This design comes from an exercise in tuning for small area, a short achievable clock period and few clock cycles on the open sky130 flow, not from production work. No functional check of the RTL was part of any run shown here.

==> flow/design.v (outline; a module is shown in full before it is edited, if it fits) <==
// module ce_update: 2256 lines
// module csa_fa: 4 lines
// module csa_ha: 4 lines
module ce_update (
    input  wire         clk,
    input  wire         rst,
    input  wire         start,
    output reg          done,
    input  wire [1:0]   law,
    input  wire [1:0]   nbq,
    input  wire [15:0]  e,
    input  wire [255:0] s_in,
    input  wire [16:0]  umod,
    input  wire [15:0]  tco,
    input  wire [7:0]   tref,
    input  wire [7:0]   t,
    input  wire [7:0]   damp,
    input  wire         dith_en,
    input  wire         wd,
    input  wire         ho,
    input  wire [17:0]  ff,
    input  wire [17:0]  lr,
    input  wire [639:0] coef,
    input  wire [15:0]  kph,
    input  wire [15:0]  gout,
    input  wire [31:0]  rgout,
    input  wire [15:0]  kb,
    input  wire [16:0]  win,
    output wire [255:0] s_out,
    output reg  [31:0]  w,
    output reg  [16:0]  ul,
    output reg  [16:0]  ucmd,
    output reg  [7:0]   dh
);
  // ...
==> flow/flow/run.sh <==
#!/bin/bash
# The standard flow (standard.sh: unchanged synthesis, floorplan, placement,
# CTS, routing) with a larger setup-repair target (SETUP_SLACK_MARGIN), so that
# repair_timing keeps improving the paths that set the achieved period.
# Port buffers use the smallest buffer cell.  The SDC is not changed.
# If detailed routing leaves an antenna violation that its repair cannot fix,
# the layout is made again with the repair target nudged (which moves cells
# and so the routing), at most twice.
set -eo pipefail
export BUFFER_PORTS_ARGS="-buffer_cell sky130_fd_sc_hd__buf_1"
ANT=orfs/reports/sky130hd/ce_update/base/drt_antennas.log
try=0
for margin in 11.02 10.98 11.04; do
  try=$((try + 1))
  rm -rf orfs out/final.def
  SETUP_SLACK_MARGIN=$margin bash standard.sh > standard_try$try.log 2>&1
  if ! grep -q VIOLATED "$ANT"; then
    break
  fi
  cp "$ANT" antenna_violations_try$try.log
done
==> flow/standard.sh <==
#!/bin/bash
# synth_recipe.tcl (not shown) runs the flow's synth.tcl, then flattens the netlist and writes it again
# the make line also repeats each setting of config.mk as NAME=value (left out here)
make -C /OpenROAD-flow-scripts/flow DESIGN_CONFIG=/design/flow/config.mk WORK_HOME=/design/flow/orfs CLKGATE_MAP_FILE= SYNTH_SCRIPT=/design/flow/synth_recipe.tcl "${@:-finish}"
==> flow/config.mk <==
export PLATFORM = sky130hd
export DESIGN_NAME = ce_update
export DESIGN_NICKNAME = ce_update
export VERILOG_FILES = /design/flow/design.v
export SDC_FILE = /design/flow/constraint.sdc
export NUM_CORES = 8
export LEC_CHECK = 0
export ABC_AREA = 1
export CAP_MARGIN = 35
export CORE_MARGIN = 2
export CORE_UTILIZATION = 30
export PLACE_DENSITY = 0.5
export SLEW_MARGIN = 20
export SYNTH_HIERARCHICAL = 1
==> flow/constraint.sdc <==
create_clock -name core_clock -period 18.0 [get_ports {clk}]
set_input_delay 3.6000 -clock core_clock [delete_from_list [all_inputs] [get_ports {clk}]]
set_output_delay 3.6000 -clock core_clock [all_outputs]
set_load 0.01 [all_outputs]
==> impl_metrics.tcl, run 1 <==
set metrics [dict create \
    outcome "complete, no violations" \
    gp_congestion 1.09 \
    final_nets 13600 \
    die_height_um 505 \
    worst_slack_ns 10.88 \
    syn2layout_area_growth_pct 25.0 \
    met2_length_mm 222 \
    largest_register_ffs 256 \
    top_register "s_r" \
    postRouteAntennaNets 0 \
    cts-root-buf "clkbuf_16" \
    io_buffers 1442 \
    maxCapViolations 0 \
    hold_class "reg2reg" \
    grt_util_all_layers_pct 40.2 \
    seq_share_pct 18.0 \
    vias 86500 \
    endpoint_kind "flop" \
    async_flop_share_pct 0 \
    dieArea_sq_um 255000 \
    n_all_inverters 1406 \
    synth-seq-cells 692 \
    n_antenna_cell 55 \
    top_layer_used "met5" \
    place_ws_ns 9.48 \
    firstDrtPassIters 6 \
    die_width_um 505 \
    cts-buffers-inserted 90 \
    layoutNonFillerInstCount 15100 \
    synth_fa_ha_area_share_pct 21.4 \
    multi_input_area_share_pct 57.0 \
    mostFrequentLayoutCells "nand2_1, buf_1, inv_1, o22ai_1, xor2_1" \
    fmax_mhz 140 \
]
==> run 2: changes to the inputs <==
--- a/flow/design.v
+++ b/flow/design.v
@@ -1966,21 +1966,21 @@
     wire signed [24:0] dlim = $signed({8'd0, lim}) - uu;
     wire [16:0] ul_n = below ? lo_r : above ? hi_r : uu[16:0];
     wire [24:0] du = (below | above) ? dlim : 25'd0;
     wire signed [18:0] ud = $signed({2'b00, ul_n}) + (wd ? $signed({11'd0, damp}) : -$signed({11'd0, damp}));
     wire [16:0] ucmd_n = !dith_en ? ul_n : ud[18] ? 17'd0 : ud[17] ? 17'h1ffff : ud[16:0];
     wire signed [9:0] dq = acc[41:32];
     wire [7:0] dh_n = !ho ? 8'd0 : (dq > 10'sd102) ? 8'd102 : (dq < -10'sd102) ? 8'h9a : dq[7:0];
     wire        h_sat = ~(&acc[66:46] | ~|acc[66:46]);
-    wire [31:0] hsat = acc[66] ? 32'h80000000 : 32'h7fffffff;
+    wire [31:0] hist = h_sat ? (acc[66] ? 32'h80000000 : 32'h7fffffff) : acc[46:15];
     wire [2:0]  hword = (law_r == 2'd0) ? 3'd2 : law2 ? {nbq_r, 1'b0} : 3'd3;
     generate
         for (gi = 0; gi < 8; gi = gi + 1) begin : g_sout
-            assign s_out[32*gi +: 32] = (hword == gi && h_sat) ? hsat : s_r[gi];
+            assign s_out[32*gi +: 32] = (hword == gi) ? hist : s_r[gi];
         end
     endgenerate
     wire [9:0]  dt = {{2{t[7]}}, t} - {{2{tref[7]}}, tref};
     reg  [9:0]  dt_r;
     reg  [2:0]  mcnt;
     reg  [16:0] phi;                  
     reg  [1:0]  plow;                 
     wire [10:0] dtx = {dt_r, 1'b0};
@@ -2120,28 +2120,28 @@
             B_C28:   b_n = 33'h010000000;
             B_WREG:  b_n = {w[31], w};
             B_DU:    b_n = {{8{du[24]}}, du};
             default: b_n = {17'd0, gout};
         endcase
     end
     wire [36:0] bx = (bsel == B_KB) ? {2'b00, kb, 2'b00, kb, 1'b0}
                                     : {{3{b_n[32]}}, b_n, 1'b0};
-    reg  [66:0] pre_n;
+    reg  [66:0] pre_k;                
     always @(*) begin
         case (psel)
-            P_ACC:   pre_n = mac;
-            P_RND:   pre_n = 67'd1 << 27;
-            P_R23:   pre_n = 67'd1 << 23;
-            P_R31:   pre_n = 67'd1 << 31;
-            P_BASE:  pre_n = {{20{v_r[31]}}, v_r, 15'd0};    
-            P_PS:    pre_n = {{7{s_sel[31]}}, s_sel, 28'h8000000};
-            default: pre_n = 67'd0;
+            P_RND:   pre_k = 67'd1 << 27;
+            P_R23:   pre_k = 67'd1 << 23;
+            P_R31:   pre_k = 67'd1 << 31;
+            P_BASE:  pre_k = {{20{v_r[31]}}, v_r, 15'd0};    
+            P_PS:    pre_k = {{7{s_sel[31]}}, s_sel, 28'h8000000};
+            default: pre_k = 67'd0;
         endcase
     end
+    wire [66:0] pre_n = (psel == P_ACC) ? mac : pre_k;
     integer j;
     always @(posedge clk) begin
         pre <= pre_n;
         acc  <= mac;
         opa  <= opa_n;
         opa2 <= (asel == A_DW) ? {{2{mac[56]}}, mac[56:40], 14'd0} : opa_n;
         for (j = 0; j < 17; j = j + 1) begin
             b_one[j] <= bx[2*j+1] ^ bx[2*j];
@@ -2211,17 +2211,16 @@
                 ul    <= ul_n;
                 ucmd  <= ucmd_n;
                 dh_t3 <= ~(below | above);
             end
             ST_T2: begin
                 dh  <= dh_n;
             end
             ST_T3: begin
-                s_r[hword] <= mac[46:15];         
                 if (dh_t3)
                     dh <= dh_n;               
                 if (law_r == 2'd0) begin
                     s_r[0] <= x;
                     s_r[1] <= sw[0];
                     s_r[3] <= sw[2];
                     s_r[4] <= 32'd0;
                     s_r[5] <= 32'd0;
--- a/flow/flow/run.sh
+++ b/flow/flow/run.sh
@@ -5,17 +5,17 @@
 # Port buffers use the smallest buffer cell.  The SDC is not changed.
 # If detailed routing leaves an antenna violation that its repair cannot fix,
 # the layout is made again with the repair target nudged (which moves cells
 # and so the routing), at most twice.
 set -eo pipefail
 export BUFFER_PORTS_ARGS="-buffer_cell sky130_fd_sc_hd__buf_1"
 ANT=orfs/reports/sky130hd/ce_update/base/drt_antennas.log
 try=0
-for margin in 11.02 10.98 11.04; do
+for margin in 11 11.02 10.98; do
   try=$((try + 1))
   rm -rf orfs out/final.def
   SETUP_SLACK_MARGIN=$margin bash standard.sh > standard_try$try.log 2>&1
   if ! grep -q VIOLATED "$ANT"; then
     break
   fi
   cp "$ANT" antenna_violations_try$try.log
 done
==> run 2 against run 1 <==
Compared with the run above:
- via count is 4.2% higher
- critical endpoint is now s_out[142]
- first-iteration DRC count increased by 6.2%
- critical path depth down 14
- routed wire length rose by 8.8%
- largest cell class unchanged
==> impl_metrics.tcl, run 2 <==
set metrics [dict create \
    viasPerCell 5.97 \
    synthCells 10300 \
    grt_max_degree 77 \
    placeableCoreArea_sq_um 252000 \
    worstSetupPathType "reg2out" \
    layout_commonest_cell "nand2_1" \
    cp.arrival_ns 3.60 \
    dieArea_sq_um 257000 \
    register_area_sq_um 17200 \
    clock_skew_ns 0.105 \
    holdBufCountCts 0 \
    top_regs "s_r (256), pre (67), acc (52)" \
    mostFrequentLayoutCells "nand2_1, buf_1, inv_1, nor2_1, o22ai_1" \
    final_nets 13600 \
    ys_warn_count 7 \
    grt_antenna_before_repair 139 \
    firstDrtPassIters 8 \
    endpoint_kind "output port" \
    largest_register_ffs 256 \
    postRouteAntennaNets 0 \
    fillers 27100 \
    die_width_um 507 \
    cts-buffers-inserted 93 \
    critPathSlowestCell "dfxtp_1" \
    critPathBufInv 3 \
    gp_congestion 1.07 \
    ctsHtreeMaxLevel 3 \
    grt_util_all_layers_pct 43.5 \
    synth-seq-cells 701 \
    grt_overflow 0 \
    synth_top_cell_by_area "fa_1" \
    synth_area_leaders "fa_1, edfxtp_1, nand2_1, dfxtp_1, xor2_1" \
    seq_area_frac_synth_pct 22.4 \
    io_pins 1443 \
    final_util_pct 38.0 \
    maxSlewViolCount 0 \
    syn2layout_area_growth_pct 25.7 \
    yosys_most_used_dff "dfxtp_1" \
    tritoncts "yes" \
    synth_edf_count 297 \
    cp_max_fo 5 \
    maxSlewHeadroom_pct 30.2 \
    outcome "complete, no violations" \
    dpl.hpwl_mm 463 \
    hold_class "reg2reg" \
    synth_cell_types 72 \
    grt_pass1_wl_mm 769 \
    cts_sinks 701 \
    cts-root-buf "clkbuf_16" \
    layout_min_cycle_time_ns 7.20 \
    setup_viol 0 \
    wl_mm 583 \
    rsz0062_at_grt "true" \
    multi_input_area_sq_um 55700 \
    post_route_cells_drive_above_1_share_pct 12.9 \
    cp_top_family "compound AO/OA/AOI/OAI gates" \
    async_flop_share_pct 0 \
    tns_ns 0 \
    die_height_um 507 \
    drcViolationCount 0 \
    yosysMostFrequentCell "nand2_1" \
    syn-num-nets 12300 \
    crit_chain "nand4_1 > o41ai_4 > clkbuf_16 > buf_4 > nand2_1 > a31oi_2 > buf_1" \
    path_clk_slew_ns 0.07 \
    critical_path_required_ns 14.40 \
    drtIter0Drc 12400 \
    io_buffers 1442 \
    vias 90100 \
    synth_area_per_cell_sq_um 7.39 \
    num_rows 184 \
    synth_common_cells "nand2_1, inv_1, nor2_1" \
    maxCapViolations 0 \
    startpoint_type "flop" \
    clk_path_buf_depth 3 \
    fin_crit_sh_pct 40.0 \
    initial_core_util_pct 30.2 \
    hold_viol_final 0 \
    insertion_delay_ns 0.80 \
    syn_area_sq_um 76000 \
    fmax_mhz 139 \
    wire_per_inst_um 38.7 \
    yosys.area.top_type_share_pct 15.9 \
    grt_pass1_vias 87000 \
    critPathMaxStageDelay_ns 0.66 \
    top_register "s_r" \
    tightest_slew_ns 1.05 \
]
## run 2: cell types whose count changed after synthesis, moves of 23 or more
cell      delta
o211ai_1    -33
a31oi_1     +66
nor2_1     +198
inv_1      -248
nand3_1    +116
clkbuf_1    +30
a311oi_1    +24
nand4_1     +32
o21bai_1    -23
o21ai_0    -172
nand2_1     +66
## run 2: path summary, 6_finish.rpt
check | from | endpoint | slack, ns | depth (start not counted)
max | acc[47] | s_out[142] | 10.80 | 7
min | s_r[6][31] | s_r[6][31] | 0.48 | 2
max reg2reg | opa2[25] | pre[53] | 11.06 | 20
min reg2reg | s_r[6][31] | s_r[6][31] | 0.48 | 2
## run 2: area by class of cell
| class | instances | area share (%) |
|---|---|---|
| Antenna cell | 63 | 0.165 |
| Sequential cell | 701 | 18.0 |
| Tap cell | 3348 | 4.39 |
| Clock inverter | 42 | 0.470 |
| Timing Repair Buffer | 1876 | 11.0 |
| Multi-Input combinational cell | 7765 | 58.3 |
| Clock buffer | 133 | 2.91 |
| Inverter | 1156 | 4.82 |
## run 2: worst reg2reg max path: stages, from the launching register on
cell	delay (ns)
dfxtp_1	0.51
clkinvlp_4	0.29
buf_4	0.23
buf_4	0.21
o22ai_1	0.18
xor2_1	0.21
fa_1	0.48
fa_1	0.47
fa_1	0.58
fa_1	0.55
fa_1	0.41
ha_1	0.42
a21oi_1	0.26
inv_1	0.07
a31oi_1	0.44
o21ai_0	0.36
a21oi_2	0.29
o311ai_4	0.18
xor2_2	0.31
nand4_1	0.21
nand3_2	0.19
## run 2: what timing repair did
item | 4_1_cts | 5_1_grt
pin swaps | 72 | 103
hold endpoints to repair | 0 | 0
resized for setup | 685 | 603
cloned | 18 | 6
endpoints found under the setup margin | 389 | 341
setup buffers | 138 | 31
## run 2: logic make-up (layout without fill, tap and decap cells)
group | count (synthesis) | count (layout) | synth area share (%)
AO/OA/AOI/OAI | 2073 | 2073 | 16.1
XOR/XNOR | 785 | 785 | 9.05
adder cells (fa/ha/maj) | 928 | 928 | 21.3
buffers and inverters | 1833 | 3207 | 9.38
flip-flops | 701 | 701 | 22.4
other | 0 | 63 | 0
AND/OR/NAND/NOR | 3972 | 3979 | 21.8
## run 2: Yosys stat by module (local to each module, per instance)
module     cells inside  flip-flops and latches
csa_fa                1                       0
csa_ha                1                       0
ce_update          9683                     701
## run 2: stage by stage
stage,area (sq um),cells,worst slack (ns),hold slack [ns]
after floorplan,76000,10300,11.06,0.425
after global placement,84700,14600,9.42,0.440
after detailed placement,85000,14600,9.49,0.465
after CTS,92500,15000,10.79,0.473
after global routing,95400,15000,10.85,0.496
final,95500,15100,10.80,0.478
## run 2: per-layer routing
metal  track usage [%]  wire length [um]
met3              14.6             73100
met5                 0               440
met1              56.8            230000
met2              64.0            243000
met4              21.4             37400
==> run 3: changes to the inputs <==
--- a/flow/flow/run.sh
+++ b/flow/flow/run.sh
@@ -11,5 +11,5 @@
 ANT=orfs/reports/sky130hd/ce_update/base/drt_antennas.log
 try=0
-for margin in 11 11.02 10.98; do
+for margin in 11.02 10.98 11.04; do
   try=$((try + 1))
   rm -rf orfs out/final.def
==> run 3 against run 2 <==
Compared with the run above:
- setup slack better by 0.15 ns
- critical path depth up 1
- via count down 0.43%
- synthesized cell count unchanged
- final cell count hardly changed
- highest routed layer unchanged
==> impl_metrics.tcl, run 3 <==
set metrics [dict create \
    outcome "complete, no violations" \
    synthCells 10300 \
    yosys.area_share.simple_pct 21.8 \
    min_path_cells 2 \
    io_pins 1443 \
    maxCapViolations 0 \
    setup_viol 0 \
    startpoint_type "flop" \
    cp_max_fo 10 \
    r2r_slack_ns 11.03 \
    design_area_sq_um 94900 \
    layout_min_cycle_time_ns 7.05 \
    tns_ns 0 \
    final_nets 13600 \
    synth_fa_ha_area_share_pct 21.3 \
    maxSlewHeadroom_pct 32.1 \
    clk_path_buf_depth 3 \
    top_register "s_r" \
    hp-start "s_r[6][31]" \
    cts-root-buf "clkbuf_16" \
    wire_per_inst_um 38.7 \
    post_route_cells_drive_above_1_share_pct 12.6 \
    clock_skew_ns 0.0969 \
    async_flop_share_pct 0 \
    rsz0062_at_grt "true" \
    postRouteAntennaNets 0 \
    grt_max_degree 77 \
    synth_cell_types 72 \
    cts_sinks 701 \
    grt_pass1_vias 86900 \
    reg2reg_depth 20 \
    die_width_um 507 \
    worstSetupPathType "reg2out" \
    top_regs "s_r (256), pre (67), acc (52)" \
    hold_viol_final 0 \
    grt_antenna_before_repair 128 \
    path_clk_slew_ns 0.06 \
    syn-num-nets 12300 \
    synth_compound_area_share_pct 16.1 \
    layout_commonest_cell "nand2_1" \
    endpoint_kind "output port" \
    io_buffers 1442 \
    largest_register_ffs 256 \
    synth_top_family_by_area "simple AND/OR/NAND/NOR gates" \
    dpl_cell_area_sq_um 85000 \
    mostFrequentLayoutCells "nand2_1, buf_1, inv_1, nor2_1, o22ai_1" \
    initial_core_util_pct 30.2 \
    synth_xor_area_share_pct 9.05 \
    yosys_most_used_dff "dfxtp_1" \
    dieArea_sq_um 257000 \
    drcViolationCount 0 \
    syn2layout_area_growth_pct 24.8 \
    muxShareOfSynthArea_pct 0 \
    maxSlewViolCount 0 \
    cp.arrival_ns 3.45 \
    yosys.area.top_type_share_pct 15.9 \
    grt_pass1_wl_mm 768 \
    drtIter0Drc 12900 \
    vias 89700 \
    dpl.hpwl_mm 463 \
    syn_area_sq_um 76000 \
    ys_warn_count 7 \
    grt_overflow 0 \
    critical_path_required_ns 14.40 \
    insertion_delay_ns 0.79 \
    cts-buffers-inserted 93 \
    viasPerCell 5.95 \
    r2r-end "opa2[2]" \
    synth_edf_count 297 \
    timing.rr.start "b_one[5]" \
    gp_congestion 1.07 \
    grt_util_all_layers_pct 43.5 \
    synth_area_per_cell_sq_um 7.39 \
    min_to "s_r[6][31]" \
    synth_area_leaders "fa_1, edfxtp_1, nand2_1, dfxtp_1, xor2_1" \
    num_rows 184 \
    hold_class "reg2reg" \
    critPathLaunch "acc[54]" \
    synth-seq-cells 701 \
    ctsHtreeMaxLevel 3 \
    synth_top_cell_by_area "fa_1" \
    seq_area_frac_synth_pct 22.4 \
    wl_mm 584 \
    die_height_um 507 \
    firstDrtPassIters 7 \
    holdBufCountCts 0 \
    fmax_mhz 142 \
    yosysMostFrequentCell "nand2_1" \
    fin_crit_sh_pct 39.2 \
    synth_common_cells "nand2_1, inv_1, nor2_1" \
    placeableCoreArea_sq_um 252000 \
    tritoncts "yes" \
    tightest_slew_ns 1.02 \
]
==> run 3: cell counts after synthesis <==
Identical to the previous run, type by type.
==> run 3: repair_timing <==
| action | in CTS | in global routing |
|---|---|---|
| hold endpoints to repair | 0 | 0 |
| cloned | 14 | 8 |
| setup buffers | 144 | 32 |
| pin swaps | 70 | 91 |
| endpoints found under the setup margin | 389 | 343 |
| resized for setup | 668 | 511 |
==> run 3: Yosys stat by module, one instance, submodules excluded <==
module     cell area (sq um)  flip-flops and latches  times used  cells
ce_update              64200                     701           1   9683
csa_ha                  12.5                       0          47      1
csa_fa                  20.0                       0         562      1
==> run 3: stage by stage <==
stage / setup slack (ns) / util (%) / std cells / hold WS (ns)
floorplan: 11.06 / - / 10300 / 0.425
global placement: 9.42 / 33.7 / 14600 / 0.440
detailed placement: 9.49 / 33.8 / 14600 / 0.465
CTS: 10.89 / 36.7 / 15000 / 0.473
global route: 10.91 / 37.7 / 15000 / 0.496
finish: 10.95 / 37.7 / 15100 / 0.480
==> run 3: logic make-up after synthesis <==
group           after synthesis
buf+inv                    1833
simple gates               3972
compound gates             2073
fa+ha+maj                   928
flops                       701
xor+xnor                    785
==> run 3: area by class of cell <==
class / count / area [sq um]
clock inverter: 42 / 449
timing repair buffer: 1881 / 10200
sequential: 701 / 17200
inverter: 1156 / 4610
fill: 27200 / 157000
tap: 3348 / 4190
multi-input combinational: 7765 / 55300
antenna: 50 / 125
clock buffer: 133 / 2780
==> run 3: how the worst max path moves through the flow <==
stage / to / slack, ns / cells past startpoint
6_report: s_out[30] / 10.95 / 8
2_1_floorplan: ucmd[10] / 11.06 / 22
5_1_grt: s_out[119] / 10.91 / 17
3_3_place_gp: b_one[13] / 9.42 / 39
4_1_cts: s_out[91] / 10.89 / 16
3_5_place_dp: b_one[13] / 9.49 / 39
==> run 3: worst max-delay path, stage by stage (launching register included) <==
cell      delay, ns
dfxtp_1        0.48
nand4_1        0.21
o41ai_4        0.47
buf_4          0.18
buf_4          0.18
buf_12         0.21
nand2_2        0.27
a31oi_2        0.42
clkbuf_2       0.25
==> run 3: routing by layer <==
layer	GRT usage (%)	share of wire (%)	vias up
met1	57.2	40	45000
met3	14.3	12	1311
li1	-	-	36800
met4	21.1	6.2	68
met2	63.9	42	6490
met5	0	0.075	-

[what the ideal ports hide]
How much do the figures lean on ideal ports? The routed layouts below were timed once more, with nothing changed but the port constraints.
Step 1, drivers: a clkbuf_16 drives clk and a buf_2 each remaining input, both assumed.
Step 2, shift: input delay + t, output delay - t, t = (earliest + latest rising clock arrival at the registers) / 2. This alone moves slack from input paths to output paths.
Slacks: no drivers / after step 1 / after step 2; pairs: no drivers / after step 1.
run | shift t [ns] | setup WS [ns] | slew at the worst register clock pin (ns)
run 1 | 0.857 | 10.881 / 10.881 / 10.532 | 0.08 / 0.08
run 2 | 0.853 | 10.801 / 10.700 / 10.468 | 0.07 / 0.07
run 3 | 0.842 | 10.953 / 10.849 / 10.485 | 0.07 / 0.07
After both steps every run listed still meets setup and hold. For run 3, which loses most, drivers alone change the setup slack by -0.104 ns; drivers and shift together by -0.468 ns.
